Source: an optimization exercise on an open RTL-to-GDS flow (aim: small area, a short achievable clock period and few clock cycles per item). Production flows keep margins and buffers that such runs may drop. Only simulation tests tie the RTL to the original design; equivalence was not proved.

==> inputs of run a <==
## comp_blend
module comp_blend (
    input  wire        clk,
    input  wire        rst,           
    input  wire        in_valid,
    output wire        in_ready,
    input  wire        in_last,       
    input  wire        in_l0,         
    input  wire [1:0]  in_mode,       
    input  wire        in_safety,
    input  wire [19:0] in_src_r,      
    input  wire [19:0] in_src_g,
    input  wire [19:0] in_src_b,
    input  wire [1:0]  in_akind,      
    input  wire [7:0]  in_acode,
    input  wire [15:0] in_alpha,      
    input  wire [15:0] in_daylight,   
    input  wire [15:0] in_tw_r,       
    input  wire [15:0] in_tw_g,
    input  wire [15:0] in_tw_b,
    output reg         out_valid,
    input  wire        out_ready,
    output reg  [63:0] out_word
);
export LEC_CHECK = 0
export CAP_MARGIN = 20
export CORE_MARGIN = 2
export CORE_UTILIZATION = 40
export PLACE_DENSITY = 0.5
export SLEW_MARGIN = 20
export SYNTH_HIERARCHICAL = 1
export SYNTH_MINIMUM_KEEP_SIZE = 0
create_clock -name core_clock -period 13.0 [get_ports {clk}]
standard.sh (not shown) runs the stock make flow with config.mk's settings and CLKGATE_MAP_FILE= SYNTH_SCRIPT=/design/flow/synth_recipe.tcl, a recipe that flattens the netlist after the stock synthesis.
==> flow/flow/run.sh <==
#!/bin/bash
set -euo pipefail
bash standard.sh SETUP_SLACK_MARGIN=7 finish > standard.log 2>&1
==> run b: changes against run a <==
--- a/flow/design.v
+++ b/flow/design.v
@@ -171,23 +171,18 @@
         end
     endfunction
     wire [20:0] xr_c = xsel(firstq, modeq, invq, mr);
     wire [20:0] xg_c = xsel(firstq, modeq, invq, mg);
     wire [20:0] xb_c = xsel(firstq, modeq, invq, mb);
-    wire        prod   = over || modeq == MUL;
-    wire        tsel_r = prod && !xr_c[20];
-    wire        tsel_g = prod && !xg_c[20];
-    wire        tsel_b = prod && !xb_c[20];
     wire [10:0] xr_o, xg_o, xb_o;
     wire [9:0]  xr_t, xg_t, xb_t, xr_n, xg_n, xb_n;
     cb_enc20 u_exr (.y(xr_c[19:0]), .o(xr_o), .t(xr_t), .n(xr_n));
     cb_enc20 u_exg (.y(xg_c[19:0]), .o(xg_o), .t(xg_t), .n(xg_n));
     cb_enc20 u_exb (.y(xb_c[19:0]), .o(xb_o), .t(xb_t), .n(xb_n));
     reg        v3, last3, l03, sf3, first3;
     reg [1:0]  mode3;
-    reg        tsr3, tsg3, tsb3;      
-    reg        tlr3, tlg3, tlb3, tnr3, tng3, tnb3;
+    reg        idr3, idg3, idb3;      
     reg [10:0] xr_o3, xg_o3, xb_o3;
     reg [9:0]  xr_t3, xg_t3, xb_t3, xr_n3, xg_n3, xb_n3;
     reg [39:0] ar3, ag3, ab3;
     always @(posedge clk) begin
         if (rst)
@@ -198,19 +193,13 @@
             last3  <= lastq;
             l03    <= l0q;
             sf3    <= sfq;
             first3 <= firstq;
             mode3  <= over ? {modeq[1] & !modeq[0], 1'b0} : modeq;
-            tsr3   <= tsel_r;
-            tsg3   <= tsel_g;
-            tsb3   <= tsel_b;
-            tlr3   <= tsel_r && l0q;
-            tlg3   <= tsel_g && l0q;
-            tlb3   <= tsel_b && l0q;
-            tnr3   <= tsel_r && !l0q;
-            tng3   <= tsel_g && !l0q;
-            tnb3   <= tsel_b && !l0q;
+            idr3   <= xr_c[20];
+            idg3   <= xg_c[20];
+            idb3   <= xb_c[20];
             xr_o3  <= xr_o;
             xg_o3  <= xg_o;
             xb_o3  <= xb_o;
             xr_t3  <= xr_t;
             xg_t3  <= xg_t;
@@ -233,86 +222,77 @@
     cb_loopc u_ltg (.d(tg), .o(xg_o3), .t(xg_t3), .n(xg_n3), .r(qtg));
     cb_loopc u_ltb (.d(tb), .o(xb_o3), .t(xb_t3), .n(xb_n3), .r(qtb));
     function [39:0] blend;
         input [1:0]  mode;
         input        l0;
-        input        tsel;
-        input        tl0;
-        input        tnl;
+        input        ident;       
         input [19:0] qd;
         input [19:0] qt;
         input [19:0] v;
         input [19:0] d;
         input [19:0] t;
         reg   [20:0] sum;
-        reg   [19:0] od, ot, oo, nd, nt;
+        reg   [19:0] nd, nt;
         begin
             case (mode)
                 ADD: begin
                     sum = {1'b0, d} + {1'b0, v};
-                    od  = sum[20] ? 20'hFFFFF : sum[19:0];
-                    ot  = t;
+                    nd  = sum[20] ? 20'hFFFFF : sum[19:0];
+                    nt  = t;
                 end
                 MAX: begin
                     if (v > d) begin
-                        od = v;
-                        ot = 20'd0;
+                        nd = v;
+                        nt = 20'd0;
                     end else begin
-                        od = d;
-                        ot = t;
+                        nd = d;
+                        nt = t;
                     end
                 end
                 default: begin
-                    od = d;
-                    ot = t;
+                    nd = ident ? d : qd;
+                    nt = ident ? t : qt;
                 end
             endcase
-            oo = l0 ? od : ot;
-            nd = tsel ? qd : od;
-            nt = ({20{tl0}} & qd) | ({20{tnl}} & qt) | ({20{!tsel}} & oo);
-            blend = {nt, nd};
+            blend = {l0 ? nd : nt, nd};
         end
     endfunction
-    wire [39:0] br = blend(mode3, l03, tsr3, tlr3, tnr3, qdr, qtr, ar3[19:0], dr, tr);
-    wire [39:0] bg = blend(mode3, l03, tsg3, tlg3, tng3, qdg, qtg, ag3[19:0], dg, tg);
-    wire [39:0] bb = blend(mode3, l03, tsb3, tlb3, tnb3, qdb, qtb, ab3[19:0], db, tb);
+    wire [39:0] br = blend(mode3, l03, idr3, qdr, qtr, ar3[19:0], dr, tr);
+    wire [39:0] bg = blend(mode3, l03, idg3, qdg, qtg, ag3[19:0], dg, tg);
+    wire [39:0] bb = blend(mode3, l03, idb3, qdb, qtb, ab3[19:0], db, tb);
     reg        pv, psafe;
     reg [59:0] pd;
     reg [21:0] psd;
     reg [25:0] ph;
     wire        space = !pv || !out_valid || out_ready;
     wire        push  = fin && space;
     wire        lacc  = v3 && (!fin || push);
     assign      adv   = !v3 || lacc;
     wire        pmove = pv && (!out_valid || out_ready);
-    wire [26:0] h27 = {1'b0, ph};
-    wire [26:0] s1  = {5'd0, psd};
-    wire [26:0] s2  = {4'd0, psd, 1'b0};
-    wire [26:0] s4  = {3'd0, psd, 2'b0};
-    wire [26:0] s8  = {2'd0, psd, 3'b0};
-    wire [26:0] c1  = h27 - s1;
-    wire [26:0] c2  = h27 - s2;
-    wire [26:0] c3  = h27 - s2 - s1;
-    wire [26:0] c4  = h27 - s4;
-    wire [26:0] c5  = h27 - s4 - s1;
-    wire [26:0] c6  = h27 - s4 - s2;
-    wire [26:0] c7  = h27 - s8 + s1;
-    wire [26:0] c8  = h27 - s8;
-    wire [8:1]  ge  = ~{c8[26], c7[26], c6[26], c5[26], c4[26], c3[26], c2[26], c1[26]};
+    wire [25:0] sd1 = {4'd0, psd};
+    wire [25:0] sd3 = sd1 + {3'd0, psd, 1'b0};
+    wire [25:0] sd5 = sd1 + {2'd0, psd, 2'b0};
+    wire [25:0] sd7 = {1'd0, psd, 3'b0} - sd1;
+    wire [8:1]  ge;
+    assign ge[1] = ph >= sd1;
+    assign ge[2] = ph >= {3'd0, psd, 1'b0};
+    assign ge[3] = ph >= sd3;
+    assign ge[4] = ph >= {2'd0, psd, 2'b0};
+    assign ge[5] = ph >= sd5;
+    assign ge[6] = ph >= {sd3[24:0], 1'b0};
+    assign ge[7] = ph >= sd7;
+    assign ge[8] = ph >= {1'd0, psd, 3'b0};
     reg [3:0] share;
     always @(*) begin
         if (psd == 22'd0)
             share = 4'd0;
         else
             share = ge[8] ? 4'd8 : ge[7] ? 4'd7 : ge[6] ? 4'd6 : ge[5] ? 4'd5 :
                     ge[4] ? 4'd4 : ge[3] ? 4'd3 : ge[2] ? 4'd2 : ge[1] ? 4'd1 : 4'd0;
     end
     wire [21:0] sum_d = dr + dg + db;
-    wire        lsb_c = (dr[0] & dg[0]) | (dr[0] & db[0]) | (dg[0] & db[0]);
-    wire [25:0] h_n   = {3'd0, tr, 3'd0} + {3'd0, tg, 3'd0} + {3'd0, tb, 3'd0} +
-                        {7'd0, dr[19:1]} + {7'd0, dg[19:1]} + {7'd0, db[19:1]} +
-                        {25'd0, lsb_c};
+    wire [21:0] sum_t = tr + tg + tb;
     wire fin_n = lacc ? last3 : (fin && !push);
     wire pv_n  = push || (pv && !pmove);
     wire ov_n  = pmove || (out_valid && !out_ready);
     always @(posedge clk) begin
         if (rst) begin
@@ -337,11 +317,11 @@
         end
         if (push) begin
             pd    <= {db, dg, dr};
             psafe <= safe;
             psd   <= sum_d;
-            ph    <= h_n;
+            ph    <= {1'b0, sum_t, 3'd0} + {5'd0, sum_d[21:1]};
         end
         if (pmove)
             out_word <= {psafe ? 4'hF : share, pd};
     end
 endmodule
==> flow/run.sh (new file) <==
#!/bin/bash
# synth_recipe.tcl (not shown) runs the flow's synth.tcl, then flattens the netlist and writes it again
# the make line also repeats each setting of config.mk as NAME=value (left out here)
make -C /OpenROAD-flow-scripts/flow DESIGN_CONFIG=/design/flow/config.mk WORK_HOME=/design/flow/orfs CLKGATE_MAP_FILE= SYNTH_SCRIPT=/design/flow/synth_recipe.tcl finish
- SETUP_SLACK_MARGIN: default -> 5
removed: flow/flow/run.sh
removed: flow/standard.sh
==> metrics.md <==
| Metric | Value |
|---|---|
| Outcome | `timing/DRC/antenna clean` |
| # rows | `245` |
| Post-Syn Area | `about 180,000 µm²` |
| Period utilisation layout | `58.5%` |
| R2R Setup Slk | `about 5400 ps` |
| Per-cell routed wire length | `28.3 µm` |
| Inverters | `roughly 850` |
| Post-synthesis mux area share | `~1.0%` |
| Worst EP arrival | `~8400 ps` |
| RePlAce Congestion | `~0.96` |
| Slew HR | `roughly 16%` |
| Die width | `approximately 670 µm` |
| Number of global-route vias before repair | `145,000` |
The numbers above come from run b.

==> metrics.md <==
| Metric | Value |
|---|---|
| Worst EP arrival | `7140 ps` |
| Per-cell routed wire length | `29.8 µm` |
| Number of global-route vias before repair | `146,000` |
| RePlAce Congestion | `roughly 0.91` |
| Outcome | `timing/DRC/antenna clean` |
| Fin Clk Skew | `122 ps` |
| Period utilisation layout | `between 40% and 50%` |
| Post-Syn Area | `around 180,000 µm²` |
| R2R Setup Slk | `between 6000 and 7000 ps` |
| Post-synthesis mux area share | `less than 1%` |
| Slew HR | `20.8%` |
The numbers above come from run a.

Testbench counts of run a, summed over its fixed seeds: cycles 45,872, planes 45,830.
Testbench counts of run b, summed over its fixed seeds: cycles 45,872, planes 45,830.

-- afterwards: timing with drivers on the ports --
In the flow no input, the clock included, has a driving cell. The finished layouts below were timed again as built, in two steps.
Step 1 assumes that a clkbuf_16 drives the clock port and a buf_2 every other input.
Step 2, shift: input delay + t, output delay - t, t = (earliest + latest rising clock arrival at the registers) / 2. This alone moves slack from input paths to output paths.
Three values: ideal ports, drivers, drivers and shift; two values: the first two.
run | t (ns) | setup WS [ns] | latest minus earliest clock arrival (ns)
run a | 1.042 | 6.586 / 6.586 / 6.586 | 0.124 / 0.124
run b | 1.012 | 5.400 / 5.400 / 5.400 | 0.101 / 0.100
After both steps setup and hold are still met in every run listed.
